From an optimization exercise on the open Yosys and OpenROAD flow, aimed at a short achievable clock period and few clock cycles per item; shortcuts taken in it are not production practice. In this exercise RTL edits were held to simulation tests only and were not proved equivalent to the original. Power is estimated from default activity; no workload was simulated.

**flow/flow/run.sh**
```bash
#!/bin/bash
# The standard layout (standard.sh: ORFS synthesis to final layout, unchanged scripts,
# the design's clock period and constraints), with two ORFS settings changed:
#  - the port buffers are buf_4 cells instead of the delay buffer buffer_ports picks itself.
set -euo pipefail
bash standard.sh SETUP_SLACK_MARGIN=7.2 \
    "BUFFER_PORTS_ARGS=-buffer_cell sky130_fd_sc_hd__buf_4" finish > standard.log 2>&1
```
**flow/standard.sh**
```bash
#!/bin/bash
# synth_recipe.tcl (not shown) runs the flow's synth.tcl, then flattens the netlist and writes it again
# the make line also repeats each setting of config.mk as NAME=value (left out here)
make -C /OpenROAD-flow-scripts/flow DESIGN_CONFIG=/design/flow/config.mk WORK_HOME=/design/flow/orfs CLKGATE_MAP_FILE= SYNTH_SCRIPT=/design/flow/synth_recipe.tcl "${@:-finish}"
```
**flow/config.mk**
```make
export PLATFORM = sky130hd
export DESIGN_NAME = shx_engine
export DESIGN_NICKNAME = shx_engine
export VERILOG_FILES = /design/flow/design.v
export SDC_FILE = /design/flow/constraint.sdc
export NUM_CORES = 4
export LEC_CHECK = 0
export ABC_CLOCK_PERIOD_IN_PS = 2500
export CAP_MARGIN = 20
export CORE_MARGIN = 2
export CORE_UTILIZATION = 60
export PLACE_DENSITY = 0.75
export SLEW_MARGIN = 20
```
**flow/constraint.sdc**
```tcl
create_clock -name core_clock -period 10.0 [get_ports {clk}]
set_input_delay 2.0000 -clock core_clock [delete_from_list [all_inputs] [get_ports {clk}]]
set_output_delay 2.0000 -clock core_clock [all_outputs]
set_load 0.01 [all_outputs]
```
**flow/design.v**
```verilog
module shx_fifo (
    input  wire        clk,
    input  wire        clr,
    input  wire        push,
    input  wire [31:0] din,
    input  wire        pop,
    output wire [63:0] win,
    output wire        ge1,
    output wire        ge2
);
    reg [159:0] f;
    reg [5:0]   lvl;           
    assign win = f[63:0];
    assign ge1 = !lvl[0];
    assign ge2 = !lvl[0] && !lvl[1];
    wire [191:0] fx = {32'd0, f};
    integer i;
    always @(posedge clk) begin
        for (i = 0; i < 5; i = i + 1) begin
            if (pop)
                f[32*i +: 32] <= (push && lvl[i+1]) ? din : fx[32*(i+1) +: 32];
            else if (push && lvl[i])
                f[32*i +: 32] <= din;
        end
        if (clr)
            lvl <= 6'b000001;
        else if (push && !pop)
            lvl <= {lvl[4:0], 1'b0};
        else if (pop && !push)
            lvl <= {1'b0, lvl[5:1]};
    end
endmodule
module shx_engine (
    input  wire        clk,
    input  wire        rst,
    input  wire        start,
    input  wire [16:0] held_len,
    output wire        ready,
    output wire        blk_rd_en,
    output wire [14:0] blk_rd_addr,
    input  wire [31:0] blk_rd_data,
    output wire        out_we,
    output wire [13:0] out_waddr,
    output wire [3:0]  out_wstrb,
    output wire [31:0] out_wdata,
    output wire        out_re,
    output wire [13:0] out_raddr,
    input  wire [31:0] out_rdata,
    output reg         done,
    output reg  [1:0]  verdict
);
    localparam [1:0] V_OK = 2'd0, V_MAL = 2'd1, V_CRC = 2'd2;
    localparam [3:0] S_IDLE = 4'd0,  S_HDR  = 4'd1,  S_H1   = 4'd2,  S_P1   = 4'd6,  S_P4  = 4'd7,
                     S_P3   = 4'd8,  S_LITW = 4'd9,  S_END  = 4'd10, S_FIN = 4'd11,
                     S_FIN2 = 4'd12, S_MAL  = 4'd13;
    localparam [1:0] K_LIT = 2'd0, K_REP = 2'd1, K_UPF = 2'd2, K_UPS = 2'd3;
    function [31:0] crc32_l1(input [31:0] x);
        begin
            crc32_l1[0] = ^(x & 32'h0000011F);
            crc32_l1[1] = ^(x & 32'h0000023F);
            crc32_l1[2] = ^(x & 32'h0000047E);
            crc32_l1[3] = ^(x & 32'h000008FC);
            crc32_l1[4] = ^(x & 32'h000010E6);
            crc32_l1[5] = ^(x & 32'h000020D2);
            crc32_l1[6] = ^(x & 32'h000040BA);
            crc32_l1[7] = ^(x & 32'h0000806A);
            crc32_l1[8] = ^(x & 32'h000100D5);
            crc32_l1[9] = ^(x & 32'h000200B5);
            crc32_l1[10] = ^(x & 32'h00040074);
            crc32_l1[11] = ^(x & 32'h000800E8);
            crc32_l1[12] = ^(x & 32'h001000CE);
            crc32_l1[13] = ^(x & 32'h00200082);
            crc32_l1[14] = ^(x & 32'h0040001A);
            crc32_l1[15] = ^(x & 32'h00800035);
            crc32_l1[16] = ^(x & 32'h0100006B);
            crc32_l1[17] = ^(x & 32'h020000D7);
            crc32_l1[18] = ^(x & 32'h040000B0);
            crc32_l1[19] = ^(x & 32'h0800007F);
            crc32_l1[20] = ^(x & 32'h100000FE);
            crc32_l1[21] = ^(x & 32'h200000E3);
            crc32_l1[22] = ^(x & 32'h400000D9);
            crc32_l1[23] = ^(x & 32'h800000AC);
            crc32_l1[24] = ^(x & 32'h00000046);
            crc32_l1[25] = ^(x & 32'h0000008D);
            crc32_l1[26] = ^(x & 32'h00000004);
            crc32_l1[27] = ^(x & 32'h00000008);
            crc32_l1[28] = ^(x & 32'h00000011);
            crc32_l1[29] = ^(x & 32'h00000023);
            crc32_l1[30] = ^(x & 32'h00000047);
            crc32_l1[31] = ^(x & 32'h0000008F);
        end
    endfunction
    function [31:0] crc32_l2(input [31:0] x);
        begin
            crc32_l2[0] = ^(x & 32'h00011F91);
            crc32_l2[1] = ^(x & 32'h00023F23);
            crc32_l2[2] = ^(x & 32'h00047E47);
            crc32_l2[3] = ^(x & 32'h0008FC8E);
            crc32_l2[4] = ^(x & 32'h0010E68D);
            crc32_l2[5] = ^(x & 32'h0020D28B);
            crc32_l2[6] = ^(x & 32'h0040BA87);
            crc32_l2[7] = ^(x & 32'h00806A9E);
            crc32_l2[8] = ^(x & 32'h0100D53C);
            crc32_l2[9] = ^(x & 32'h0200B5E8);
            crc32_l2[10] = ^(x & 32'h04007440);
            crc32_l2[11] = ^(x & 32'h0800E881);
            crc32_l2[12] = ^(x & 32'h1000CE93);
            crc32_l2[13] = ^(x & 32'h200082B6);
            crc32_l2[14] = ^(x & 32'h40001AFC);
            crc32_l2[15] = ^(x & 32'h800035F9);
            crc32_l2[16] = ^(x & 32'h00006BF2);
            crc32_l2[17] = ^(x & 32'h0000D7E5);
            crc32_l2[18] = ^(x & 32'h0000B05A);
            crc32_l2[19] = ^(x & 32'h00007F24);
            crc32_l2[20] = ^(x & 32'h0000FE48);
            crc32_l2[21] = ^(x & 32'h0000E301);
            crc32_l2[22] = ^(x & 32'h0000D992);
            crc32_l2[23] = ^(x & 32'h0000ACB5);
            crc32_l2[24] = ^(x & 32'h000046FB);
            crc32_l2[25] = ^(x & 32'h00008DF7);
            crc32_l2[26] = ^(x & 32'h0000047E);
            crc32_l2[27] = ^(x & 32'h000008FC);
            crc32_l2[28] = ^(x & 32'h000011F9);
            crc32_l2[29] = ^(x & 32'h000023F2);
            crc32_l2[30] = ^(x & 32'h000047E4);
            crc32_l2[31] = ^(x & 32'h00008FC8);
        end
    endfunction
    function [31:0] crc32_l3(input [31:0] x);
        begin
            crc32_l3[0] = ^(x & 32'h011F91CA);
            crc32_l3[1] = ^(x & 32'h023F2395);
            crc32_l3[2] = ^(x & 32'h047E472B);
            crc32_l3[3] = ^(x & 32'h08FC8E57);
            crc32_l3[4] = ^(x & 32'h10E68D65);
            crc32_l3[5] = ^(x & 32'h20D28B01);
            crc32_l3[6] = ^(x & 32'h40BA87C9);
            crc32_l3[7] = ^(x & 32'h806A9E58);
            crc32_l3[8] = ^(x & 32'h00D53CB0);
            crc32_l3[9] = ^(x & 32'h00B5E8AB);
            crc32_l3[10] = ^(x & 32'h0074409C);
            crc32_l3[11] = ^(x & 32'h00E88138);
            crc32_l3[12] = ^(x & 32'h00CE93BB);
            crc32_l3[13] = ^(x & 32'h0082B6BC);
            crc32_l3[14] = ^(x & 32'h001AFCB2);
            crc32_l3[15] = ^(x & 32'h0035F965);
            crc32_l3[16] = ^(x & 32'h006BF2CB);
            crc32_l3[17] = ^(x & 32'h00D7E596);
            crc32_l3[18] = ^(x & 32'h00B05AE6);
            crc32_l3[19] = ^(x & 32'h007F2406);
            crc32_l3[20] = ^(x & 32'h00FE480C);
            crc32_l3[21] = ^(x & 32'h00E301D2);
            crc32_l3[22] = ^(x & 32'h00D9926F);
            crc32_l3[23] = ^(x & 32'h00ACB514);
            crc32_l3[24] = ^(x & 32'h0046FBE3);
            crc32_l3[25] = ^(x & 32'h008DF7C6);
            crc32_l3[26] = ^(x & 32'h00047E47);
            crc32_l3[27] = ^(x & 32'h0008FC8E);
            crc32_l3[28] = ^(x & 32'h0011F91C);
            crc32_l3[29] = ^(x & 32'h0023F239);
            crc32_l3[30] = ^(x & 32'h0047E472);
            crc32_l3[31] = ^(x & 32'h008FC8E5);
        end
    endfunction
    function [31:0] crc32_l4(input [31:0] x);
        begin
            crc32_l4[0] = ^(x & 32'h1F91CAF6);
            crc32_l4[1] = ^(x & 32'h3F2395EC);
            crc32_l4[2] = ^(x & 32'h7E472BD8);
            crc32_l4[3] = ^(x & 32'hFC8E57B1);
            crc32_l4[4] = ^(x & 32'hE68D6595);
            crc32_l4[5] = ^(x & 32'hD28B01DD);
            crc32_l4[6] = ^(x & 32'hBA87C94C);
            crc32_l4[7] = ^(x & 32'h6A9E586F);
            crc32_l4[8] = ^(x & 32'hD53CB0DE);
            crc32_l4[9] = ^(x & 32'hB5E8AB4B);
            crc32_l4[10] = ^(x & 32'h74409C60);
            crc32_l4[11] = ^(x & 32'hE88138C1);
            crc32_l4[12] = ^(x & 32'hCE93BB74);
            crc32_l4[13] = ^(x & 32'h82B6BC1F);
            crc32_l4[14] = ^(x & 32'h1AFCB2C8);
            crc32_l4[15] = ^(x & 32'h35F96591);
            crc32_l4[16] = ^(x & 32'h6BF2CB23);
            crc32_l4[17] = ^(x & 32'hD7E59646);
            crc32_l4[18] = ^(x & 32'hB05AE67B);
            crc32_l4[19] = ^(x & 32'h7F240600);
            crc32_l4[20] = ^(x & 32'hFE480C00);
            crc32_l4[21] = ^(x & 32'hE301D2F6);
            crc32_l4[22] = ^(x & 32'hD9926F1B);
            crc32_l4[23] = ^(x & 32'hACB514C0);
            crc32_l4[24] = ^(x & 32'h46FBE377);
            crc32_l4[25] = ^(x & 32'h8DF7C6EE);
            crc32_l4[26] = ^(x & 32'h047E472B);
            crc32_l4[27] = ^(x & 32'h08FC8E57);
            crc32_l4[28] = ^(x & 32'h11F91CAF);
            crc32_l4[29] = ^(x & 32'h23F2395E);
            crc32_l4[30] = ^(x & 32'h47E472BD);
            crc32_l4[31] = ^(x & 32'h8FC8E57B);
        end
    endfunction
    function [31:0] crc32_t1(input [7:0] x);
        begin
            crc32_t1[0] = ^(x & 8'h1F);
            crc32_t1[1] = ^(x & 8'h3F);
            crc32_t1[2] = ^(x & 8'h7E);
            crc32_t1[3] = ^(x & 8'hFC);
            crc32_t1[4] = ^(x & 8'hE6);
            crc32_t1[5] = ^(x & 8'hD2);
            crc32_t1[6] = ^(x & 8'hBA);
            crc32_t1[7] = ^(x & 8'h6A);
            crc32_t1[8] = ^(x & 8'hD5);
            crc32_t1[9] = ^(x & 8'hB5);
            crc32_t1[10] = ^(x & 8'h74);
            crc32_t1[11] = ^(x & 8'hE8);
            crc32_t1[12] = ^(x & 8'hCE);
            crc32_t1[13] = ^(x & 8'h82);
            crc32_t1[14] = ^(x & 8'h1A);
            crc32_t1[15] = ^(x & 8'h35);
            crc32_t1[16] = ^(x & 8'h6B);
            crc32_t1[17] = ^(x & 8'hD7);
            crc32_t1[18] = ^(x & 8'hB0);
            crc32_t1[19] = ^(x & 8'h7F);
            crc32_t1[20] = ^(x & 8'hFE);
            crc32_t1[21] = ^(x & 8'hE3);
            crc32_t1[22] = ^(x & 8'hD9);
            crc32_t1[23] = ^(x & 8'hAC);
            crc32_t1[24] = ^(x & 8'h46);
            crc32_t1[25] = ^(x & 8'h8D);
            crc32_t1[26] = ^(x & 8'h04);
            crc32_t1[27] = ^(x & 8'h08);
            crc32_t1[28] = ^(x & 8'h11);
            crc32_t1[29] = ^(x & 8'h23);
            crc32_t1[30] = ^(x & 8'h47);
            crc32_t1[31] = ^(x & 8'h8F);
        end
    endfunction
    function [31:0] crc32_t2(input [15:0] x);
        begin
            crc32_t2[0] = ^(x & 16'h1F91);
            crc32_t2[1] = ^(x & 16'h3F23);
            crc32_t2[2] = ^(x & 16'h7E47);
            crc32_t2[3] = ^(x & 16'hFC8E);
            crc32_t2[4] = ^(x & 16'hE68D);
            crc32_t2[5] = ^(x & 16'hD28B);
            crc32_t2[6] = ^(x & 16'hBA87);
            crc32_t2[7] = ^(x & 16'h6A9E);
            crc32_t2[8] = ^(x & 16'hD53C);
            crc32_t2[9] = ^(x & 16'hB5E8);
            crc32_t2[10] = ^(x & 16'h7440);
            crc32_t2[11] = ^(x & 16'hE881);
            crc32_t2[12] = ^(x & 16'hCE93);
            crc32_t2[13] = ^(x & 16'h82B6);
            crc32_t2[14] = ^(x & 16'h1AFC);
            crc32_t2[15] = ^(x & 16'h35F9);
            crc32_t2[16] = ^(x & 16'h6BF2);
            crc32_t2[17] = ^(x & 16'hD7E5);
            crc32_t2[18] = ^(x & 16'hB05A);
            crc32_t2[19] = ^(x & 16'h7F24);
            crc32_t2[20] = ^(x & 16'hFE48);
            crc32_t2[21] = ^(x & 16'hE301);
            crc32_t2[22] = ^(x & 16'hD992);
            crc32_t2[23] = ^(x & 16'hACB5);
            crc32_t2[24] = ^(x & 16'h46FB);
            crc32_t2[25] = ^(x & 16'h8DF7);
            crc32_t2[26] = ^(x & 16'h047E);
            crc32_t2[27] = ^(x & 16'h08FC);
            crc32_t2[28] = ^(x & 16'h11F9);
            crc32_t2[29] = ^(x & 16'h23F2);
            crc32_t2[30] = ^(x & 16'h47E4);
            crc32_t2[31] = ^(x & 16'h8FC8);
        end
    endfunction
    function [31:0] crc32_t3(input [23:0] x);
        begin
            crc32_t3[0] = ^(x & 24'h1F91CA);
            crc32_t3[1] = ^(x & 24'h3F2395);
            crc32_t3[2] = ^(x & 24'h7E472B);
            crc32_t3[3] = ^(x & 24'hFC8E57);
            crc32_t3[4] = ^(x & 24'hE68D65);
            crc32_t3[5] = ^(x & 24'hD28B01);
            crc32_t3[6] = ^(x & 24'hBA87C9);
            crc32_t3[7] = ^(x & 24'h6A9E58);
            crc32_t3[8] = ^(x & 24'hD53CB0);
            crc32_t3[9] = ^(x & 24'hB5E8AB);
            crc32_t3[10] = ^(x & 24'h74409C);
            crc32_t3[11] = ^(x & 24'hE88138);
            crc32_t3[12] = ^(x & 24'hCE93BB);
            crc32_t3[13] = ^(x & 24'h82B6BC);
            crc32_t3[14] = ^(x & 24'h1AFCB2);
            crc32_t3[15] = ^(x & 24'h35F965);
            crc32_t3[16] = ^(x & 24'h6BF2CB);
            crc32_t3[17] = ^(x & 24'hD7E596);
            crc32_t3[18] = ^(x & 24'hB05AE6);
            crc32_t3[19] = ^(x & 24'h7F2406);
            crc32_t3[20] = ^(x & 24'hFE480C);
            crc32_t3[21] = ^(x & 24'hE301D2);
            crc32_t3[22] = ^(x & 24'hD9926F);
            crc32_t3[23] = ^(x & 24'hACB514);
            crc32_t3[24] = ^(x & 24'h46FBE3);
            crc32_t3[25] = ^(x & 24'h8DF7C6);
            crc32_t3[26] = ^(x & 24'h047E47);
            crc32_t3[27] = ^(x & 24'h08FC8E);
            crc32_t3[28] = ^(x & 24'h11F91C);
            crc32_t3[29] = ^(x & 24'h23F239);
            crc32_t3[30] = ^(x & 24'h47E472);
            crc32_t3[31] = ^(x & 24'h8FC8E5);
        end
    endfunction
    function [31:0] crc32_t4(input [31:0] x);
        begin
            crc32_t4[0] = ^(x & 32'h1F91CAF6);
            crc32_t4[1] = ^(x & 32'h3F2395EC);
            crc32_t4[2] = ^(x & 32'h7E472BD8);
            crc32_t4[3] = ^(x & 32'hFC8E57B1);
            crc32_t4[4] = ^(x & 32'hE68D6595);
            crc32_t4[5] = ^(x & 32'hD28B01DD);
            crc32_t4[6] = ^(x & 32'hBA87C94C);
            crc32_t4[7] = ^(x & 32'h6A9E586F);
            crc32_t4[8] = ^(x & 32'hD53CB0DE);
            crc32_t4[9] = ^(x & 32'hB5E8AB4B);
            crc32_t4[10] = ^(x & 32'h74409C60);
            crc32_t4[11] = ^(x & 32'hE88138C1);
            crc32_t4[12] = ^(x & 32'hCE93BB74);
            crc32_t4[13] = ^(x & 32'h82B6BC1F);
            crc32_t4[14] = ^(x & 32'h1AFCB2C8);
            crc32_t4[15] = ^(x & 32'h35F96591);
            crc32_t4[16] = ^(x & 32'h6BF2CB23);
            crc32_t4[17] = ^(x & 32'hD7E59646);
            crc32_t4[18] = ^(x & 32'hB05AE67B);
            crc32_t4[19] = ^(x & 32'h7F240600);
            crc32_t4[20] = ^(x & 32'hFE480C00);
            crc32_t4[21] = ^(x & 32'hE301D2F6);
            crc32_t4[22] = ^(x & 32'hD9926F1B);
            crc32_t4[23] = ^(x & 32'hACB514C0);
            crc32_t4[24] = ^(x & 32'h46FBE377);
            crc32_t4[25] = ^(x & 32'h8DF7C6EE);
            crc32_t4[26] = ^(x & 32'h047E472B);
            crc32_t4[27] = ^(x & 32'h08FC8E57);
            crc32_t4[28] = ^(x & 32'h11F91CAF);
            crc32_t4[29] = ^(x & 32'h23F2395E);
            crc32_t4[30] = ^(x & 32'h47E472BD);
            crc32_t4[31] = ^(x & 32'h8FC8E57B);
        end
    endfunction
    function [15:0] crc16_h2(input [31:0] x);
        begin
            crc16_h2[0] = ^(x & 32'h11191911);
            crc16_h2[1] = ^(x & 32'h22323222);
            crc16_h2[2] = ^(x & 32'h44646444);
            crc16_h2[3] = ^(x & 32'h88C8C888);
            crc16_h2[4] = ^(x & 32'h10919110);
            crc16_h2[5] = ^(x & 32'h313B3B31);
            crc16_h2[6] = ^(x & 32'h62767662);
            crc16_h2[7] = ^(x & 32'hC4ECECC4);
            crc16_h2[8] = ^(x & 32'h88D9D988);
            crc16_h2[9] = ^(x & 32'h10B3B310);
            crc16_h2[10] = ^(x & 32'h20666620);
            crc16_h2[11] = ^(x & 32'h40CCCC40);
            crc16_h2[12] = ^(x & 32'h91818191);
            crc16_h2[13] = ^(x & 32'h22030322);
            crc16_h2[14] = ^(x & 32'h44060644);
            crc16_h2[15] = ^(x & 32'h880C0C88);
        end
    endfunction
    function [15:0] crc16_h4(input [47:0] x);
        begin
            crc16_h4[0] = ^(x & 48'h1119581C1C58);
            crc16_h4[1] = ^(x & 48'h2232B03838B0);
            crc16_h4[2] = ^(x & 48'h446460717160);
            crc16_h4[3] = ^(x & 48'h88C8C0E2E2C0);
            crc16_h4[4] = ^(x & 48'h109181C5C581);
            crc16_h4[5] = ^(x & 48'h313B5B97975B);
            crc16_h4[6] = ^(x & 48'h6276B62E2EB6);
            crc16_h4[7] = ^(x & 48'hC4EC6C5D5D6C);
            crc16_h4[8] = ^(x & 48'h88D9D9BABAD9);
            crc16_h4[9] = ^(x & 48'h10B3B37575B3);
            crc16_h4[10] = ^(x & 48'h206667EBEB67);
            crc16_h4[11] = ^(x & 48'h40CCCED6D6CE);
            crc16_h4[12] = ^(x & 48'h9181C5B1B1C5);
            crc16_h4[13] = ^(x & 48'h22038B63638B);
            crc16_h4[14] = ^(x & 48'h440616C7C716);
            crc16_h4[15] = ^(x & 48'h880C2C8E8E2C);
        end
    endfunction
    reg [3:0] state;
    reg       ready_r;
    assign ready = ready_r;
    wire idle = (state == S_IDLE);
    reg         a_req;
    reg  [14:0] a_addr;
    reg  [14:0] a_ra;          
    reg         a_v1;
    reg  [2:0]  a_tot;         
    reg         a_on;
    reg  [1:0]  q_l;           
    wire [63:0] a_win;
    wire        a_ge1, a_ge2;
    wire        a_pop;
    assign blk_rd_en   = a_req;
    assign blk_rd_addr = a_addr;
    wire a_issue = a_on && (a_tot < 3'd5);
    shx_fifo fa (.clk(clk), .clr(idle), .push(a_v1), .din(blk_rd_data), .pop(a_pop),
                 .win(a_win), .ge1(a_ge1), .ge2(a_ge2));
    reg         b_req;
    reg  [13:0] b_addr;
    reg  [13:0] b_ra;          
    reg         b_v1;
    reg  [2:0]  b_tot;
    reg         b_on;
    wire [63:0] b_win;
    wire        b_ge1, b_ge2;
    wire        b_pop;
    wire        b_clr;
    assign out_re    = b_req;
    assign out_raddr = b_addr;
    wire b_issue = b_on && (b_tot < 3'd5);
    shx_fifo fb (.clk(clk), .clr(b_clr), .push(b_v1), .din(out_rdata), .pop(b_pop),
                 .win(b_win), .ge1(b_ge1), .ge2(b_ge2));
    reg         h0_ok;         
    reg         h_raw;
    reg  [31:0] h1, h2, h3;
    reg  [15:0] h_chk;
    reg  [2:0]  hk;
    reg  [15:0] crc16;
    reg  [16:0] held;
    reg  [15:0] hw;
    reg  [32:0] orig_p32;
    reg  [18:0] mp_a, mp_b;    
    reg  [21:0] prod;          
    reg         c_bad;         
    reg         m_bad;         
    reg  [16:0] d1;            
    reg  [17:0] d2;            
    reg  [17:0] d1m4, d2m4;    
    reg         f1, f2;        
    reg  [31:0] crc_exp;
    reg  [17:0] rq0;           
    reg  [16:0] orig_m1;
    wire [15:0] f_dots  = h1[15:0];
    wire [7:0]  f_lines = h1[23:16];
    wire [7:0]  f_bpd   = h1[31:24];
    reg  [18:0] wbits;
    reg         bpd_ok;
    reg  [18:0] wb_r;
    reg         h_bad;         
    always @* begin
        bpd_ok = 1'b1;
        case (f_bpd)
            8'd1: wbits = {3'd0, f_dots};
            8'd2: wbits = {2'd0, f_dots, 1'b0};
            8'd4: wbits = {1'd0, f_dots, 2'b0};
            8'd6: wbits = {1'd0, f_dots, 2'b0} + {2'd0, f_dots, 1'b0};
            8'd8: wbits = {f_dots, 3'b0};
            default: begin
                wbits  = 19'd0;
                bpd_ok = 1'b0;
            end
        endcase
    end
    reg  [16:0] pp;            
    reg  [17:0] rem_p;         
    reg  [17:0] rem_q;         
    reg         bad_r;         
    reg  [1:0]  t_op;
    reg  [16:0] s_x, s_e, s_s;
    reg  [13:0] s_sw1;
    reg  [17:0] s_rp, s_rq;
    reg         s_bad;
    reg  [1:0]  t_ql;          
    reg         t_cross;       
    reg  [16:0] t_nm1;         
    reg  [7:0]  t_rep;
    reg  [17:0] rq_h;          
    reg  [17:0] rq_h1;         
    reg  [17:0] t_d, t_dm4;
    reg         t_fast;
    reg  [1:0]  prev_up;       
    reg         c_v;
    reg  [1:0]  c_k;
    reg         c_cont;        
    reg         c_pref;        
    reg         hz_ok;         
    reg  [14:0] c_pw;
    reg  [1:0]  c_pl;
    reg  [14:0] c_wrem;
    reg         c_lw;
    reg         c_w1;
    reg  [1:0]  c_ll;
    reg  [7:0]  c_rep;
    reg  [16:0] c_s;
    reg  [13:0] c_sw1;
    reg         e_act;
    reg         e_lit, e_rep, e_upf, e_ups;    
    reg  [14:0] pw;            
    reg  [1:0]  pl;            
    reg  [14:0] wrem;          
    reg         lw_r;          
    reg         w1_r;          
    reg  [1:0]  e_ll;          
    reg  [7:0]  e_rb;
    reg  [1:0]  e_sl;          
    reg         need2;         
    reg         xw;         
    reg  [16:0] s;
    reg  [1:0]  ph;
    reg         we_r;
    reg  [13:0] wa_r;
    reg  [3:0]  ws_r;
    reg  [31:0] wd_r;
    assign out_we    = we_r;
    assign out_waddr = wa_r;
    assign out_wstrb = ws_r;
    assign out_wdata = wd_r;
    reg         k_v;           
    reg  [2:0]  k_n;
    reg  [31:0] k_d;
    reg  [31:0] crc32;
    reg         crc_eq;
    reg  [31:0] dterm;
    reg  [2:0]  dn;
    reg         dv;
    wire [63:0] win   = e_upf ? b_win : a_win;
    wire [1:0]  hi    = lw_r ? e_ll : 2'd3;
    wire [1:0]  span  = hi - pl;
    wire [2:0]  send  = {1'b0, e_sl} + {1'b0, span};
    wire        a_has = need2 ? a_ge2 : a_ge1;
    wire        b_has = need2 ? b_ge2 : b_ge1;
    wire step_cp = e_rep || (e_lit && a_has) || (e_upf && b_has);
    wire step_sl = e_ups && (ph == 2'd2);
    wire fin_now = (step_cp && lw_r) || (step_sl && lw_r && (pl == e_ll));
    wire load    = c_v && (!e_act || fin_now);
    wire nxt_w   = (step_cp && !lw_r) || (step_sl && !lw_r && (pl == 2'd3));
    wire [1:0] sl_nx = send[1:0] + 2'd1;
    wire [1:0] hi_n    = w1_r ? e_ll : 2'd3;
    wire [2:0] send_n  = {1'b0, sl_nx} + {1'b0, hi_n};
    wire [1:0] sl_c    = (c_k == K_LIT) ? q_l : c_s[1:0];
    wire [1:0] hi_c    = c_lw ? c_ll : 2'd3;
    wire [1:0] span_c  = hi_c - c_pl;
    wire [2:0] send_c  = {1'b0, sl_c} + {1'b0, span_c};
    reg  [31:0] src_sh;
    always @* begin
        case (e_sl)
            2'd0: src_sh = win[31:0];
            2'd1: src_sh = win[39:8];
            2'd2: src_sh = win[47:16];
            default: src_sh = win[55:24];
        endcase
    end
    wire [2:0]  rot = 3'd4 + {1'b0, e_sl} - {1'b0, pl};
    wire [95:0] rv  = {win, 32'd0};
    reg  [31:0] rot_w;
    always @* begin
        case (rot)
            3'd1: rot_w = rv[39:8];
            3'd2: rot_w = rv[47:16];
            3'd3: rot_w = rv[55:24];
            3'd4: rot_w = rv[63:32];
            3'd5: rot_w = rv[71:40];
            3'd6: rot_w = rv[79:48];
            default: rot_w = rv[87:56];
        endcase
    end
    reg [7:0] slow_b;
    always @* begin
        case (s[1:0])
            2'd0: slow_b = out_rdata[7:0];
            2'd1: slow_b = out_rdata[15:8];
            2'd2: slow_b = out_rdata[23:16];
            default: slow_b = out_rdata[31:24];
        endcase
    end
    wire [3:0] smask = (4'b1111 << pl) & (4'b1111 >> (2'd3 - hi));
    reg  [31:0] a_sh;          
    always @* begin
        case (q_l)
            2'd0: a_sh = a_win[31:0];
            2'd1: a_sh = a_win[39:8];
            2'd2: a_sh = a_win[47:16];
            default: a_sh = a_win[55:24];
        endcase
    end
    wire [7:0] tb    = a_sh[7:0];
    wire [1:0] tb_hl = (tb[5:0] < 6'd62) ? 2'd1 : (tb[5:0] == 6'd62) ? 2'd2 : 2'd3;
    wire [2:0] tb_k  = {1'b0, tb_hl} + ((tb[7:6] == 2'd1) ? 3'd1 : 3'd0);
    wire [2:0] tb_e  = {1'b0, q_l} + tb_k;
    wire [17:0] rq_m1 = rem_q - 18'd1;
    wire [17:0] rq_m2 = rem_q - 18'd2;
    wire [17:0] rq_m3 = rem_q - 18'd3;
    wire [17:0] rq_m4 = rem_q - 18'd4;
    assign a_pop = ((state == S_P3) && t_cross) || ((state == S_HDR) && a_ge1) ||
                   (e_lit && a_has && xw);
    assign b_pop = e_upf && b_has && xw;
    wire pref  = c_v && (c_k == K_UPF) && !c_cont && !c_pref && hz_ok &&
                 e_act && !e_upf && !e_ups && !fin_now;
    assign b_clr = (load && (c_k == K_UPF) && !c_cont && !c_pref) || pref;
    wire [16:0] p3_x   = {15'd0, pp[1:0]} + t_nm1;
    wire [17:0] p3_e   = {1'b0, pp} + {1'b0, t_nm1} + 18'd1;
    wire [17:0] p3_s   = {1'b0, pp} - t_d;
    wire [17:0] p3_s4  = {1'b0, pp} - t_dm4;
    wire [17:0] p3_rp  = rem_p + {1'b1, ~t_nm1};
    wire [17:0] p3_rql = rq_h + {1'b1, ~t_nm1};
    wire p3_bad = rq_h[17] || p3_rp[17] ||
                  ((t_op == 2'd0) && p3_rql[17]) ||
                  ((t_op == 2'd1) && rq_h1[17]) ||
                  (t_op[1] && p3_s[17]);
    wire [31:0] t_1 = crc32_t1(k_d[7:0]);
    wire [31:0] t_2 = crc32_t2(k_d[15:0]);
    wire [31:0] t_3 = crc32_t3(k_d[23:0]);
    wire [31:0] t_4 = crc32_t4(k_d);
    wire [31:0] l_1 = crc32_l1(crc32);
    wire [31:0] l_2 = crc32_l2(crc32);
    wire [31:0] l_3 = crc32_l3(crc32);
    wire [31:0] l_4 = crc32_l4(crc32);
    wire [15:0] h16_2 = crc16_h2({a_win[15:0], crc16});
    wire [15:0] h16_4 = crc16_h4({a_win[31:0], crc16});
    always @(posedge clk) begin
        if (idle)
            held <= held_len;
        wa_r <= pw[13:0];
        if (e_ups) begin
            ws_r <= 4'b0001 << pl;
            wd_r <= {4{slow_b}};
            k_d  <= {24'd0, slow_b};
            k_n  <= 3'd1;
        end else begin
            ws_r <= smask;
            wd_r <= e_rep ? {4{e_rb}} : rot_w;
            k_d  <= e_rep ? {4{e_rb}} : src_sh;
            k_n  <= {1'b0, span} + 3'd1;
        end
        dn   <= k_n;
        case (k_n)
            3'd1: dterm <= t_1;
            3'd2: dterm <= t_2;
            3'd3: dterm <= t_3;
            default: dterm <= t_4;
        endcase
        if (idle) begin
            crc32 <= 32'hFFFFFFFF;
        end else if (dv) begin
            case (dn)
                3'd1: crc32 <= l_1 ^ dterm;
                3'd2: crc32 <= l_2 ^ dterm;
                3'd3: crc32 <= l_3 ^ dterm;
                default: crc32 <= l_4 ^ dterm;
            endcase
        end
        crc_eq <= ((crc32 ^ crc_exp) == 32'hFFFFFFFF);
        if (load) begin
            pw    <= c_pw;
            pl    <= c_pl;
            wrem  <= c_wrem;
            w1_r  <= c_w1;
            e_ll  <= c_ll;
            e_rb  <= c_rep;
            s     <= c_s;
            e_sl  <= sl_c;
            need2 <= send_c[2];
            xw <= (send_c >= 3'd3);
        end else if (nxt_w) begin
            pw    <= pw + 15'd1;
            pl    <= 2'd0;
            wrem  <= wrem - 15'd1;
            w1_r  <= (wrem == 15'd2);
            e_sl  <= sl_nx;
            need2 <= send_n[2];
            xw <= (send_n >= 3'd3);
            if (step_sl)
                s <= s + 17'd1;
        end else if (step_sl) begin
            pl    <= pl + 2'd1;
            s     <= s + 17'd1;
        end else if (step_cp) begin
            e_sl  <= sl_nx;
        end
        if (state == S_HDR && a_ge1) begin
            case (hk)
                3'd0: begin
                    h0_ok <= (a_win[15:0] == 16'h5853) && (a_win[23:16] == 8'h01) &&
                             (a_win[31:26] == 6'd0);
                    h_raw <= a_win[24];
                end
                3'd1: h1 <= a_win[31:0];
                3'd2: h2 <= a_win[31:0];
                3'd3: h3 <= a_win[31:0];
                3'd4: crc_exp <= a_win[31:0];
                3'd7: h_chk <= a_win[31:16];
                default: ;
            endcase
        end
        wb_r  <= wbits;
        h_bad <= (f_dots == 16'd0) || (f_lines == 8'd0) || (f_lines > 8'd32) || !bpd_ok ||
                 (wbits[2:0] != 3'd0) || (h2 > 32'd65536) ||
                 (h3 < 32'd33) || (h3 > {15'd0, held});
        hw       <= wb_r[18:3];
        orig_p32 <= {1'b0, h2} + 33'd32;
        c_bad    <= h_raw ? ({1'b0, h3} != orig_p32) : ({1'b0, h3} > orig_p32);
        mp_a     <= hw * f_lines[2:0];
        mp_b     <= hw * f_lines[5:3];
        prod     <= {3'd0, mp_a} + {mp_b, 3'd0};
        m_bad    <= (h2[31:22] != 10'd0) || (prod != h2[21:0]);
        d1       <= {1'b0, hw};
        d2       <= {1'b0, hw, 1'b0};
        d1m4     <= {2'd0, hw} - 18'd4;
        d2m4     <= {1'b0, hw, 1'b0} - 18'd4;
        f1       <= (hw >= 16'd64);
        f2       <= (hw >= 16'd32);
        rq0      <= {1'b0, h3[16:0]} - 18'd32;
        orig_m1  <= h2[16:0] - 17'd1;
        if (state == S_P1) begin
            t_op    <= tb[7:6];
            t_ql    <= tb_e[1:0];
            t_cross <= tb_e[2];
            if (tb[5:0] < 6'd62)
                t_nm1 <= {11'd0, tb[5:0]};
            else if (tb[5:0] == 6'd62)
                t_nm1 <= 17'd62 + {9'd0, a_sh[15:8]};
            else
                t_nm1 <= 17'd318 + {1'b0, a_sh[23:8]};
            t_rep  <= (tb_hl == 2'd1) ? a_sh[15:8] : (tb_hl == 2'd2) ? a_sh[23:16] : a_sh[31:24];
            rq_h   <= (tb_hl == 2'd1) ? rq_m1 : (tb_hl == 2'd2) ? rq_m2 : rq_m3;
            rq_h1  <= (tb_hl == 2'd1) ? rq_m2 : (tb_hl == 2'd2) ? rq_m3 : rq_m4;
            t_d    <= (tb[7:6] == 2'd2) ? {1'b0, d1} : d2;
            t_dm4  <= (tb[7:6] == 2'd2) ? d1m4 : d2m4;
            t_fast <= (tb[7:6] == 2'd2) ? f1 : f2;
        end
        if (state == S_P3) begin
            s_x   <= p3_x;
            s_e   <= p3_e[16:0];
            s_s   <= p3_s[16:0];
            s_sw1 <= p3_s4[15:2];
            s_rp  <= p3_rp;
            s_rq  <= (t_op == 2'd0) ? p3_rql : (t_op == 2'd1) ? rq_h1 : rq_h;
            s_bad <= p3_bad;
        end
        if (state == S_P4 && !c_v) begin
            c_k    <= (t_op == 2'd0) ? K_LIT : (t_op == 2'd1) ? K_REP :
                      t_fast ? K_UPF : K_UPS;
            c_cont <= t_op[1] && t_fast && (prev_up == t_op);
            c_pref <= 1'b0;
            c_pw   <= pp[16:2];
            c_pl   <= pp[1:0];
            c_wrem <= s_x[16:2];
            c_lw   <= (s_x[16:2] == 15'd0);
            c_w1   <= (s_x[16:2] == 15'd1);
            c_ll   <= s_x[1:0];
            c_rep  <= t_rep;
            c_s    <= s_s;
            c_sw1  <= s_sw1;
        end
        if (pref)
            c_pref <= 1'b1;
        if (state == S_H1) begin
            c_k    <= K_LIT;
            c_cont <= 1'b0;
            c_pref <= 1'b0;
            c_pw   <= 15'd0;
            c_pl   <= 2'd0;
            c_wrem <= orig_m1[16:2];
            c_lw   <= (orig_m1[16:2] == 15'd0);
            c_w1   <= (orig_m1[16:2] == 15'd1);
            c_ll   <= orig_m1[1:0];
        end
    end
    always @(posedge clk) begin
        done    <= !rst && ((state == S_FIN2) || (state == S_MAL));
        verdict <= (state == S_MAL) ? V_MAL : crc_eq ? V_OK : V_CRC;
        ready_r <= rst || (idle && !start) || (state == S_FIN2) || (state == S_MAL);
        a_req   <= !rst && (a_issue || (idle && start));
        a_addr  <= idle ? 15'd0 : a_ra;
        b_req   <= !rst && (b_clr || b_issue || (e_ups && ph == 2'd0));
        b_addr  <= b_clr ? c_s[15:2] : b_issue ? b_ra : s[15:2];
        hz_ok   <= ({1'b0, pw[13:0]} > ({1'b0, c_s[15:2]} + 15'd8)) && c_v;
    end
    always @(posedge clk) begin
        if (rst) begin
            state   <= S_IDLE;
            a_on    <= 1'b0;
            b_on    <= 1'b0;
            c_v     <= 1'b0;
            e_act   <= 1'b0;
            e_lit   <= 1'b0;
            e_rep   <= 1'b0;
            e_upf   <= 1'b0;
            e_ups   <= 1'b0;
            we_r    <= 1'b0;
            k_v     <= 1'b0;
            dv      <= 1'b0;
        end else begin
            a_v1 <= a_req;
            if (a_issue)
                a_ra <= a_ra + 15'd1;
            a_tot <= a_tot + {2'd0, a_issue} - {2'd0, a_pop};
            b_v1 <= b_req;
            if (b_issue)
                b_ra <= b_ra + 14'd1;
            b_tot <= b_tot + {2'd0, b_issue} - {2'd0, b_pop};
            we_r <= step_cp || step_sl;
            k_v  <= step_cp || step_sl;
            if (e_ups)
                ph <= (ph == 2'd2) ? 2'd0 : ph + 2'd1;
            if (nxt_w)
                lw_r <= w1_r;
            if (step_cp && e_lit)
                q_l <= sl_nx;
            if (fin_now) begin
                e_act <= 1'b0;
                e_lit <= 1'b0;
                e_rep <= 1'b0;
                e_upf <= 1'b0;
                e_ups <= 1'b0;
            end
            if (fin_now && e_upf)
                b_on <= 1'b0;
            if (load) begin
                c_v   <= 1'b0;
                e_act <= 1'b1;
                e_lit <= (c_k == K_LIT);
                e_rep <= (c_k == K_REP);
                e_upf <= (c_k == K_UPF);
                e_ups <= (c_k == K_UPS);
                lw_r  <= c_lw;
                ph    <= 2'd0;
                if (c_k == K_UPF)
                    b_on <= 1'b1;
            end
            if (b_clr) begin
                b_on  <= 1'b1;
                b_ra  <= c_sw1;
                b_tot <= 3'd1;
                b_v1  <= 1'b0;
            end
            dv   <= k_v;
            case (state)
                S_IDLE: begin
                    a_ra    <= 15'd1;
                    a_tot   <= 3'd0;
                    a_v1    <= 1'b0;
                    q_l     <= 2'd0;
                    hk      <= 3'd0;
                    crc16   <= 16'hFFFF;
                    pp      <= 17'd0;
                    bad_r   <= 1'b0;
                    prev_up <= 2'd0;
                    if (start) begin
                        a_on    <= 1'b1;
                        a_tot   <= 3'd1;
                        state   <= S_HDR;
                    end
                end
                S_HDR: if (a_ge1) begin
                    hk <= hk + 3'd1;
                    if (hk == 3'd7) begin
                        crc16 <= h16_2;
                        state <= S_H1;
                    end else begin
                        crc16 <= h16_4;
                    end
                end
                S_H1: begin
                    rem_p <= {1'b0, h2[16:0]};
                    rem_q <= rq0;
                    if ((crc16 != h_chk) || !h0_ok || h_bad || c_bad || m_bad) begin
                        state <= S_MAL;
                    end else if (h_raw) begin
                        c_v   <= 1'b1;
                        state <= S_END;
                    end else begin
                        state <= S_P1;
                    end
                end
                S_P1: begin
                    if (bad_r) begin
                        state <= S_MAL;
                    end else if (rem_p == 18'd0) begin
                        state <= (rem_q == 18'd0) ? S_END : S_MAL;
                    end else if (rem_q == 18'd0) begin
                        state <= S_MAL;
                    end else if (a_ge2) begin
                        state <= S_P3;
                    end
                end
                S_P3: begin
                    q_l   <= t_ql;
                    state <= S_P4;
                end
                S_P4: begin
                    if (!c_v) begin
                        c_v     <= 1'b1;
                        prev_up <= (t_op[1] && t_fast) ? t_op : 2'd0;
                        bad_r   <= s_bad;
                        pp      <= s_e;
                        rem_p   <= s_rp;
                        rem_q   <= s_rq;
                        state   <= (t_op == 2'd0) ? S_LITW : S_P1;
                    end
                end
                S_LITW: begin
                    if (bad_r)
                        state <= S_MAL;
                    else if (!c_v && (!e_lit || fin_now))
                        state <= S_P1;
                end
                S_END: begin
                    if (!c_v && !e_act && !we_r && !k_v && !dv)
                        state <= S_FIN;
                end
                S_FIN: begin
                    state <= S_FIN2;
                end
                S_FIN2: begin
                    a_on    <= 1'b0;
                    state   <= S_IDLE;
                end
                S_MAL: begin
                    a_on    <= 1'b0;
                    b_on    <= 1'b0;
                    c_v     <= 1'b0;
                    e_act   <= 1'b0;
                    e_lit   <= 1'b0;
                    e_rep   <= 1'b0;
                    e_upf   <= 1'b0;
                    e_ups   <= 1'b0;
                    we_r    <= 1'b0;
                    k_v     <= 1'b0;
                            dv      <= 1'b0;
                    state   <= S_IDLE;
                end
                default: state <= S_IDLE;
            endcase
        end
    end
endmodule
```
==> out/metrics.cfg, run 1 <==
[floorplanning]
core_area_sq_mm = 0.129
die_w_um = 365
rows = 132
ios = 170
start_util_pct = 60.5
die_h_um = 365
dieArea_sq_mm = 0.133

[sta]
post-route-period-util_pct = 33.9
setup_viol = 0
max_slew_margin_pct = 20.9
skew_ps = 44.3
maxSlewViolCount = 0
worst_slew_pin_slew_ps = 1180
period_needed_ps = 3390
rsz0062_at_grt = true
fin_setup_tns_ps = 0
max_freq_mhz = 295
hold_viol = 0

[critical_path]
critPathLaunchType = flop
crit_path_end_kind = output pin
timing.rr.end = mp_b[16]
cp_cell_sequence = buf_6
cp.arrival_ps = 1390
cpPeakStageDelay_ps = 460
path_max_fanout = 2
critPathKind = flop to output pin
cp_top_family = flip-flops
critPathRequiredTime_ps = 8000
cp.buffers_inverters = 1
rr_startpoint = h1[19]
ff2ff_setup_slack_ps = 6840
cp_slowest_cell = dfxtp_4
ff2ff_path_depth = 13

[cells_and_area]
final_util_pct = 71.7
layout.nets = 8498
syn2layout_area_growth_pct = 18.5
final_layout_size_suffix_gt1_share_pct = 19.1
largestRegisters = fa.f (160), fb.f (160), orig_p32 (33)

[cts]
holdBufCountCts = 0
clk_pin_slew_ps = 60
clockBufferDepth = 3
clkLatencyLatePin_ps = 790
h-tree-depth = 4
cts.root.buffer_cell = clkbuf_16
cts_sinks = 1362
cts_tree = built
cts_made_buffers = 142

[detailed_routing]
wire_per_inst_um = 26.8
drc = 0
via_count = 62800
postRouteAntennaNets = 0
routed_wl_um = 267000
drt_iter0_markers = 8201
drtPass1Iterations = 9
vias_per_cell = 6.31

[yosys]
synth_area_leaders = edfxtp_1 (25%), dfxtp_1 (18%), xnor2_1 (12%)
ys_warn_count = 2
yosysTopAreaCellShare_pct = 25.4
ys_types = 96
syn_inst = 7751
synth_top_area_cell = edfxtp_1
ys_seq_area_share_pct = 43.3
netlist_area_sq_mm = 0.0783
yosysMostFrequentCell = xnor2_1
syn_avg_cell_area_sq_um = 10.1
ys.flop_type = dfxtp_1
synth_edf_count = 662
synth_nets = 8170
async_reset_ff_share_pct = 0
synth_common_cells = xnor2_1 (1032), nor2_1 (740), nand2_1 (704)
synth-seq-cells = 1362

[run_status]
status = no timing/DRC/antenna violations

[grt]
grt_pass1_wl_um = 386000
grt_max_degree = 80
grt_pass1_vias = 59700
overflow = 0
antenna_found_initial = 18
track_usage_pct = 38.9

[min_path]
whs_path_depth = 0
hold_path_class = flop to flop
min-delay-start = wb_r[3]
min_delay_worst_endpoint = hw[0]

[place]
gp_congestion = 1.05
port_buffers = 169
dpl.hpwl_um = 180000

[power]
finalPower_mw = 30.4
powerDensity_mw_per_mm2 = 328
p_leak_nw = 36.2
vdd_ir_drop_max_mv = 0.294

[flow_run]
maxCapViolations = 0

cells in the final DEF (no fill, tap or decap), drive strengths merged, types with 34 or more instances in the layout:
| cell | count |
|---|---|
| or3 | 38 |
| nand3 | 137 |
| xor2 | 418 |
| and3 | 43 |
| clkbuf | 192 |
| inv | 339 |
| clkinv | 47 |
| nor3 | 108 |
| fa | 44 |
| o22ai | 240 |
| a21oi | 300 |
| edfxtp | 662 |
| nand2 | 705 |
| o21ai | 335 |
| a21o | 42 |
| nor4 | 50 |
| ha | 291 |
| nand4 | 48 |
| mux4 | 51 |
| o21a | 34 |
| and2 | 54 |
| mux2 | 125 |
| buf | 581 |
| mux2i | 109 |
| a22oi | 39 |
| a22o | 71 |
| dfxtp | 700 |
| xnor2 | 1063 |
| nor2b | 60 |
| a211oi | 56 |
| xnor3 | 67 |
| nor2 | 743 |
layer usage:
layer	wire, um	up-vias	global-route usage [%]
met2	119000	3823	59.7
met4	16600	26	20.8
li1	-	27700	-
met3	29200	930	9.25
met5	170	-	0
met1	102000	30300	51.1
how the worst max path moves through the flow:
stage / endpoint / from / depth (start not counted)
global route: out_re / b_req / 1
CTS: out_re / b_req / 1
finish: out_re / b_req / 1
detailed placement: b_ra[11] / e_upf / 11
floorplan: a_tot[1] / state[1] / 10
global placement: wd_r[16] / e_sl[0] / 10
logic make-up (layout without fill, tap and decap cells):
family	after synthesis	after routing	share of synthesized area, %
and+or+nand+nor	2083	2085	11.7
DFF	1362	1362	43.3
other	0	6	0
xor gates and xnor gates	1558	1558	19.4
AOI/OAI and AO/OA	1383	1385	11.3
buffers and inverters	745	1190	3.81
adders and majority gates	335	335	5.77
muxes	285	285	4.66
stage by stage:
| stage | worst slack (ps) | cells | hold WS [ps] | area [sq um] |
|---|---|---|---|---|
| after floorplan | 5350 | 7751 | 310 | 78900 |
| after global placement | 5340 | 9384 | 312 | 81400 |
| after detailed placement | 5160 | 9384 | 312 | 81400 |
| after CTS | 6580 | 9834 | 322 | 90500 |
| after global routing | 6600 | 9942 | 327 | 92800 |
| final | 6610 | 9948 | 324 | 92800 |
cell type report:
class | instances | area (sq um)
well taps | 1742 | 2180
repair buffers | 594 | 5840
fillers | 9197 | 36700
repair inverters | 1 | 3.75
clock buffers | 187 | 3910
diodes | 6 | 15.0
inverters | 330 | 1290
flip-flops and latches | 1362 | 34200
multi-input cells | 5648 | 44300
clock inverters | 78 | 1050
what timing repair did:
item | 4_1_cts | 5_1_grt
cloned | 14 | 3
endpoints found under the setup margin | 1023 | 639
setup buffers | 171 | 105
pin swaps | 98 | 113
resized for setup | 587 | 259
where the power goes:
part | internal, mW | total, mW | leakage, nW | switching, mW
combinational | 7.22 | 16.6 | 22.0 | 9.38
sequential | 7.09 | 8.18 | 11.8 | 1.09
clock | 3.25 | 5.60 | 2.41 | 2.36
total | 17.6 | 30.4 | 36.2 | 12.8
Testbench counts, summed over its fixed seeds: cycles 518,107, out bytes 2,053,632.
==> run 2, diff against run 1 <==
--- a/flow/design.v
+++ b/flow/design.v
@@ -51,7 +51,7 @@
 );
     localparam [1:0] V_OK = 2'd0, V_MAL = 2'd1, V_CRC = 2'd2;
     localparam [3:0] S_IDLE = 4'd0,  S_HDR  = 4'd1,  S_H1   = 4'd2,  S_P1   = 4'd6,  S_P4  = 4'd7,
-                     S_P3   = 4'd8,  S_LITW = 4'd9,  S_END  = 4'd10, S_FIN = 4'd11,
+                     S_P3   = 4'd8,  S_LITW = 4'd9,  S_END  = 4'd10,
                      S_FIN2 = 4'd12, S_MAL  = 4'd13;
     localparam [1:0] K_LIT = 2'd0, K_REP = 2'd1, K_UPF = 2'd2, K_UPS = 2'd3;
     function [31:0] crc32_l1(input [31:0] x);
@@ -387,6 +387,7 @@
     assign ready = ready_r;
     wire idle = (state == S_IDLE);
     reg         a_req;
+    reg         a_rq;
     reg  [14:0] a_addr;
     reg  [14:0] a_ra;          
     reg         a_v1;
@@ -402,6 +403,7 @@
     shx_fifo fa (.clk(clk), .clr(idle), .push(a_v1), .din(blk_rd_data), .pop(a_pop),
                  .win(a_win), .ge1(a_ge1), .ge2(a_ge2));
     reg         b_req;
+    reg         b_rq;
     reg  [13:0] b_addr;
     reg  [13:0] b_ra;          
     reg         b_v1;
@@ -616,6 +618,7 @@
     always @(posedge clk) begin
         if (idle)
             held <= held_len;
+        k_v  <= step_cp || step_sl;
         wa_r <= pw[13:0];
         if (e_ups) begin
             ws_r <= 4'b0001 << pl;
@@ -770,6 +773,8 @@
         a_addr  <= idle ? 15'd0 : a_ra;
         b_req   <= !rst && (b_clr || b_issue || (e_ups && ph == 2'd0));
         b_addr  <= b_clr ? c_s[15:2] : b_issue ? b_ra : s[15:2];
+        a_rq    <= a_issue || (idle && start);
+        b_rq    <= b_clr || b_issue || (e_ups && ph == 2'd0);
         hz_ok   <= ({1'b0, pw[13:0]} > ({1'b0, c_s[15:2]} + 15'd8)) && c_v;
     end
     always @(posedge clk) begin
@@ -784,19 +789,17 @@
             e_upf   <= 1'b0;
             e_ups   <= 1'b0;
             we_r    <= 1'b0;
-            k_v     <= 1'b0;
             dv      <= 1'b0;
         end else begin
-            a_v1 <= a_req;
+            a_v1 <= a_rq;
             if (a_issue)
                 a_ra <= a_ra + 15'd1;
             a_tot <= a_tot + {2'd0, a_issue} - {2'd0, a_pop};
-            b_v1 <= b_req;
+            b_v1 <= b_rq;
             if (b_issue)
                 b_ra <= b_ra + 14'd1;
             b_tot <= b_tot + {2'd0, b_issue} - {2'd0, b_pop};
             we_r <= step_cp || step_sl;
-            k_v  <= step_cp || step_sl;
             if (e_ups)
                 ph <= (ph == 2'd2) ? 2'd0 : ph + 2'd1;
             if (nxt_w)
@@ -830,7 +833,7 @@
                 b_tot <= 3'd1;
                 b_v1  <= 1'b0;
             end
-            dv   <= k_v;
+            dv   <= k_v && !idle;
             case (state)
                 S_IDLE: begin
                     a_ra    <= 15'd1;
@@ -902,11 +905,8 @@
                         state <= S_P1;
                 end
                 S_END: begin
-                    if (!c_v && !e_act && !we_r && !k_v && !dv)
-                        state <= S_FIN;
-                end
-                S_FIN: begin
-                    state <= S_FIN2;
+                    if (!c_v && !e_act && !k_v && !dv)
+                        state <= S_FIN2;
                 end
                 S_FIN2: begin
                     a_on    <= 1'b0;
@@ -922,7 +922,6 @@
                     e_upf   <= 1'b0;
                     e_ups   <= 1'b0;
                     we_r    <= 1'b0;
-                    k_v     <= 1'b0;
                             dv      <= 1'b0;
                     state   <= S_IDLE;
                 end
==> flow/flow/run.sh (replaced) <==
#!/bin/bash
set -euo pipefail
bash standard.sh SETUP_SLACK_MARGIN=7.2 finish > standard.log 2>&1
==> out/metrics.cfg, run 2 <==
[yosys]
async_reset_ff_share_pct = 0
yosysMostFrequentCell = xnor2_1
ys_seq_area_share_pct = 43.2
ys_warn_count = 2
yosysTopAreaCellShare_pct = 25.3
synth.area.mux_share_pct = 4.50
synth_common_cells = xnor2_1 (1028), nor2_1 (745), nand2_1 (711)
syn_avg_cell_area_sq_um = 10.1
synth_top_area_cell = edfxtp_1
synth-compound-area-share_pct = 11.4
synth-seq-cells = 1365
synth_nets = 8190
ys_types = 95
netlist_area_sq_mm = 0.0785
synth_simple_gate_area_share_pct = 11.6
synth_top_family_by_area = XOR/XNOR gates
synth_area_leaders = edfxtp_1 (25%), dfxtp_1 (18%), xnor2_1 (11%)
synth_xor_area_share_pct = 19.6
ys.flop_type = dfxtp_1
synthAdderAreaFrac_pct = 5.74
syn_inst = 7772
synth_edf_count = 662

[cts]
holdBufCountCts = 0
h-tree-depth = 4
clk_pin_slew_ps = 60
clkLatencyLatePin_ps = 790
cts_tree = built
cts_sinks = 1365
cts.root.buffer_cell = clkbuf_16
cts_made_buffers = 142
clockBufferDepth = 3

[floorplanning]
ios = 170
dieArea_sq_mm = 0.134
die_w_um = 366
die_h_um = 366
core_area_sq_mm = 0.130
start_util_pct = 60.6
rows = 132

[sta]
finalWorstSetupSlack_ps = 6710
max_slew_margin_pct = 22.7
hold_slack_ps = 321
max_freq_mhz = 304
post-route-period-util_pct = 32.9
hold_viol = 0
worst_slew_pin_slew_ps = 1160
rsz0062_at_grt = true
skew_ps = 51.6
maxSlewViolCount = 0
setup_viol = 0
fin_setup_tns_ps = 0
period_needed_ps = 3290

[detailed_routing]
drtPass1Iterations = 7
vias_per_cell = 6.27
routed_wl_um = 261000
postRouteAntennaNets = 0
drt_iter0_markers = 8034
via_count = 62400
drc = 0
wire_per_inst_um = 26.2

[critical_path]
cp.buffers_inverters = 1
rr_startpoint = t_nm1[0]
cp_slowest_cell = dfxtp_4
critPathKind = flop to output pin
critPathLaunchType = flop
critPathRequiredTime_ps = 8000
cpPeakStageDelay_ps = 400
ff2ff_setup_slack_ps = 6730
crit_path_end_kind = output pin
cp_cell_sequence = buf_6
cp.arrival_ps = 1290
path_max_fanout = 1
path_depth = 1
startpoint = we_r
cp_top_family = flip-flops
ff2ff_path_depth = 12

[grt]
overflow = 0
grt_pass1_vias = 59300
antenna_found_initial = 8
grt_max_degree = 99
grt_pass1_wl_um = 380000
track_usage_pct = 37.5

[cells_and_area]
layout_commonest_cell = xnor2_1
syn2layout_area_growth_pct = 17.1
post-route-cell-area_sq_mm = 0.0919
layout.nets = 8509
largestRegisters = fa.f (160), fb.f (160), orig_p32 (33)
final_layout_size_suffix_gt1_share_pct = 17.7
mostFrequentLayoutCells = xnor2_1 (975), nor2_1 (735), nand2_1 (684)

[min_path]
whs_path_depth = 0
min-delay-start = wb_r[10]
hold_path_class = flop to flop

[power]
p_leak_nw = 35.8
finalPower_mw = 30.2
powerDensity_mw_per_mm2 = 328
vdd_ir_drop_max_mv = 0.294

[place]
placed_cell_area_sq_mm = 0.0820
port_buffers = 169
gp_congestion = 1.03
dpl.hpwl_um = 177000
dp_slack_ps = 5150

[run_status]
status = no timing/DRC/antenna violations

[flow_run]
maxCapViolations = 0

==> run 2: final timing paths <==
check / to
max: out_we
min: hw[7]
max reg2reg: s_rq[14]
min reg2reg: hw[7]
==> run 2: cell type report <==
cell class,count,area [sq um]
Antenna cell,2,5.00
Timing Repair Buffer,588,5660
Multi-Input combinational cell,5666,43900
Clock inverter,63,772
Sequential cell,1365,34200
Inverter,327,1260
Fill cell,9368,37700
Timing Repair inverter,1,5.00
Clock buffer,202,4050
Tap cell,1742,2180
==> run 2: cells by family (layout without fill, tap and decap cells) <==
family	after synthesis	after routing
flops	1365	1365
simple gates	2075	2078
buf+inv	746	1181
xor+xnor	1571	1571
other cells	0	2
mux	286	286
fa+ha+maj	334	334
compound gates	1395	1397
==> run 2: where the power goes <==
group	leakage [nW]	internal, mW	switching [mW]
sequential	11.8	7.09	0.980
clock	2.35	3.13	2.31
combinational	21.6	7.31	9.34
total	35.8	17.5	12.6
==> run 2: per-stage QoR <==
stage	std cells	util (%)
after global routing	9956	70.9
final	9956	70.9
after floorplan	7772	-
after detailed placement	9426	63.3
after CTS	9840	69.2
after global placement	9426	63.3
==> run 2: routing by layer <==
metal  GRT usage, %  up-vias  wire length, um
met2           57.6     3650           116000
met3           7.39      848            26900
met4           19.0       10            15800
met5              0        -               70
met1           50.6    30200           102000
li1               -    27700                -
==> run 2: repair_timing <==
| item | CTS | global route |
|---|---|---|
| buffers inserted | 141 | 108 |
| hold endpoints to repair | 0 | 0 |
| cloned | 8 | 6 |
| resized for setup | 823 | 289 |
| setup endpoints to repair | 849 | 660 |
| pin swaps | 85 | 96 |
Testbench counts of run 2, summed over its fixed seeds: cycles 518,067, out bytes 2,053,632.
==> run 3, diff against run 2 <==
--- a/flow/config.mk
+++ b/flow/config.mk
@@ -9,5 +9,7 @@
 export CAP_MARGIN = 20
 export CORE_MARGIN = 2
 export CORE_UTILIZATION = 60
+export CTS_CLUSTER_DIAMETER = 150
+export CTS_CLUSTER_SIZE = 20
 export PLACE_DENSITY = 0.75
 export SLEW_MARGIN = 20
==> out/metrics.cfg, run 3 <==
[sta]
maxSlewViolCount = 0
period_needed_ps = 3230
finalWorstSetupSlack_ps = 6770
fin_setup_tns_ps = 0
hold_viol = 0
skew_ps = 62.7
post-route-period-util_pct = 32.3
worst_slew_pin_slew_ps = 1220
rsz0062_at_grt = true
setup_viol = 0
max_freq_mhz = 309
max_slew_margin_pct = 18.8

[power]
pwr-share-seq_pct = 28.6
internal_power_mw = 15.9
clockPowerShare_pct = 12.2
vdd_ir_drop_max_mv = 0.299
combPwrFrac_pct = 59.2
netSwitchingPower_mw = 12.2
powerDensity_mw_per_mm2 = 313
p_leak_nw = 34.8
switching_share_pct = 43.3

[yosys]
synth_common_cells = xnor2_1 (1028), nor2_1 (745), nand2_1 (711)
synth_top_area_cell = edfxtp_1
syn_inst = 7772
ys_warn_count = 2
yosysMostFrequentCell = xnor2_1
ys.flop_type = dfxtp_1
synth_nets = 8190
async_reset_ff_share_pct = 0
synth_edf_count = 662
ys_seq_area_share_pct = 43.2
yosysTopAreaCellShare_pct = 25.3
synth-seq-cells = 1365
synth_area_leaders = edfxtp_1 (25%), dfxtp_1 (18%), xnor2_1 (11%)
syn_avg_cell_area_sq_um = 10.1
ys_types = 95
netlist_area_sq_mm = 0.0785

[cells_and_area]
fillCellCount = 9684
layout.nets = 8492
layout_commonest_cell = xnor2_1
mostFrequentLayoutCells = xnor2_1 (978), nor2_1 (736), nand2_1 (682)
post-route-cell-area_sq_mm = 0.0899
final_layout_size_suffix_gt1_share_pct = 16.9
largestRegisters = fa.f (160), fb.f (160), orig_p32 (33)
syn2layout_area_growth_pct = 14.5
layout.cells.non_filler = 9883

[place]
gp_congestion = 1.03
dp.cells = 9426
dpl.hpwl_um = 177000
dp_slack_ps = 5150
port_buffers = 169
placed_cell_area_sq_mm = 0.0820

[floorplanning]
dieArea_sq_mm = 0.134
start_util_pct = 60.6
die_w_um = 366
ios = 170
rows = 132
die_h_um = 366
core_area_sq_mm = 0.130

[critical_path]
critPathLaunchType = flop
cp_cell_sequence = buf_6
path_depth = 1
cp.arrival_ps = 1230
path_max_fanout = 1
critPathKind = flop to output pin
rr_startpoint = h1[21]
cp_slowest_cell = dfxtp_4
ff2ff_path_depth = 15
cp_top_family = flip-flops
crit_path_end_kind = output pin
cp.buffers_inverters = 1
ff2ff_setup_slack_ps = 6830
timing.rr.end = mp_b[16]
cpPeakStageDelay_ps = 380
critPathRequiredTime_ps = 8000

[cts]
holdBufCountCts = 0
cts.root.buffer_cell = clkbuf_16
clockBufferDepth = 3
cts_sinks = 1365
h-tree-depth = 3
clkLatencyLatePin_ps = 730
clk_pin_slew_ps = 100
cts_made_buffers = 78
cts_tree = built

[min_path]
min-delay-start = wb_r[10]
whs_path_depth = 0
min_delay_worst_endpoint = hw[7]
hold_path_class = flop to flop

[grt]
grt_pass1_wl_um = 375000
grt_pass1_vias = 58200
track_usage_pct = 37.0
antenna_found_initial = 11
grt_max_degree = 99
overflow = 0

[flow_run]
maxCapViolations = 0

[detailed_routing]
postRouteAntennaNets = 0
vias_per_cell = 6.29
routed_wl_um = 258000
drc = 0
via_count = 62200
drtPass1Iterations = 6
wire_per_inst_um = 26.1
drt_iter0_markers = 7822

[run_status]
status = no timing/DRC/antenna violations

run 3: power by group through the flow:
stage               clock network, mW  logic [mW]  registers, mW
floorplan                           0        11.6           7.60
global placement                    0        15.3           8.09
detailed placement                  0        15.3           8.11
CTS                              3.46        15.9           8.01
global route                     3.67        17.6           8.11
finish                           3.43        16.6           8.05
run 3: cells by family (layout without fill, tap and decap cells):
logic type	after synthesis	in the layout	share of synthesized area [%]
adder cells (fa/ha/maj)	334	334	5.74
XOR/XNOR	1571	1571	19.6
AND/OR/NAND/NOR	2075	2078	11.6
buffers and inverters	746	1102	3.93
AO/OA/AOI/OAI	1395	1397	11.4
multiplexers	286	286	4.50
other	0	8	0
flip-flops	1365	1365	43.2
run 3: worst reg2reg max path, delay by kind of cell (launching register included):
family	cells	cell delay, ps
xor+xnor	1	120
flops	1	370
compound gates	6	1340
fa+ha+maj	3	930
buf+inv	3	250
simple gates	2	110
run 3: worst max-delay path by stage:
stage | start | endpoint | slack (ps)
after global routing | h1[21] | mp_b[16] | 6680
after global placement | e_sl[0] | wd_r[31] | 5130
after floorplan | rst | rem_p[0] | 6680
after detailed placement | e_sl[0] | wd_r[28] | 5150
after CTS | done | done | 6730
final | done | done | 6770
run 3: per-layer routing:
| layer | track usage, % | share of wire [%] |
|---|---|---|
| met1 | 50.2 | 39 |
| met2 | 56.6 | 44 |
| met3 | 7.22 | 10 |
| met4 | 18.2 | 5.7 |
| met5 | 0 | 0.039 |
run 3: layout make-up:
class / instances / area, sq um / share of cell area [%]
clock buffers: 130 / 2150 / 2.39
inverters: 327 / 1260 / 1.40
diodes: 8 / 20.0 / 0.0223
repair buffers: 635 / 6060 / 6.74
well taps: 1742 / 2180 / 2.42
clock inverters: 9 / 184 / 0.205
multi-input cells: 5666 / 43900 / 48.8
repair inverters: 1 / 5.00 / 0.00557
flip-flops and latches: 1365 / 34200 / 38.0
run 3: repair_timing:
action                                  4_1_cts  5_1_grt
pin swaps                                    97       99
endpoints found under the setup margin      839      571
cloned                                        7        6
buffers inserted                            153      144
resized for setup                           859      273
run 3: per-stage QoR:
stage	hold WS [ps]	power, mW	utilization, %
floorplan	310	19.2	-
global placement	311	23.3	63.3
detailed placement	312	23.4	63.3
finish	328	28.1	69.3
CTS	330	27.3	67.4
global route	335	29.4	69.3

==> afterwards: timing with drivers on the ports <==
How much do the figures lean on ideal ports? The routed layouts below were timed once more, with nothing changed but the port constraints. Step 1 sets driving cells, clkbuf_16 on the clock port and buf_2 on the other inputs (assumed; they add their load-dependent delay and slew). Step 2 also shifts input and output timing later by t, the mid clock arrival at the registers, as if the neighbouring blocks saw the same clock. Three values: no drivers, after step 1, after step 2; two values: the first two.
run | t, ns | slack for setup (ns) | latest minus earliest clock arrival (ns) | worst data-port slew with drivers (ns) | cell pins on the clock port's net
run 1 | 0.857 | 6.614 / 6.527 / 6.453 | 0.046 / 0.046 | 0.07 | 1
run 2 | 0.851 | 6.714 / 6.629 / 6.396 | 0.052 / 0.052 | 0.11 | 1
run 3 | 0.789 | 6.766 / 6.681 / 6.373 | 0.080 / 0.080 | 0.11 | 1
After both steps setup and hold are still met in every run listed. For run 3, which loses most, drivers alone change the setup slack by -0.085 ns; drivers and shift together by -0.393 ns.
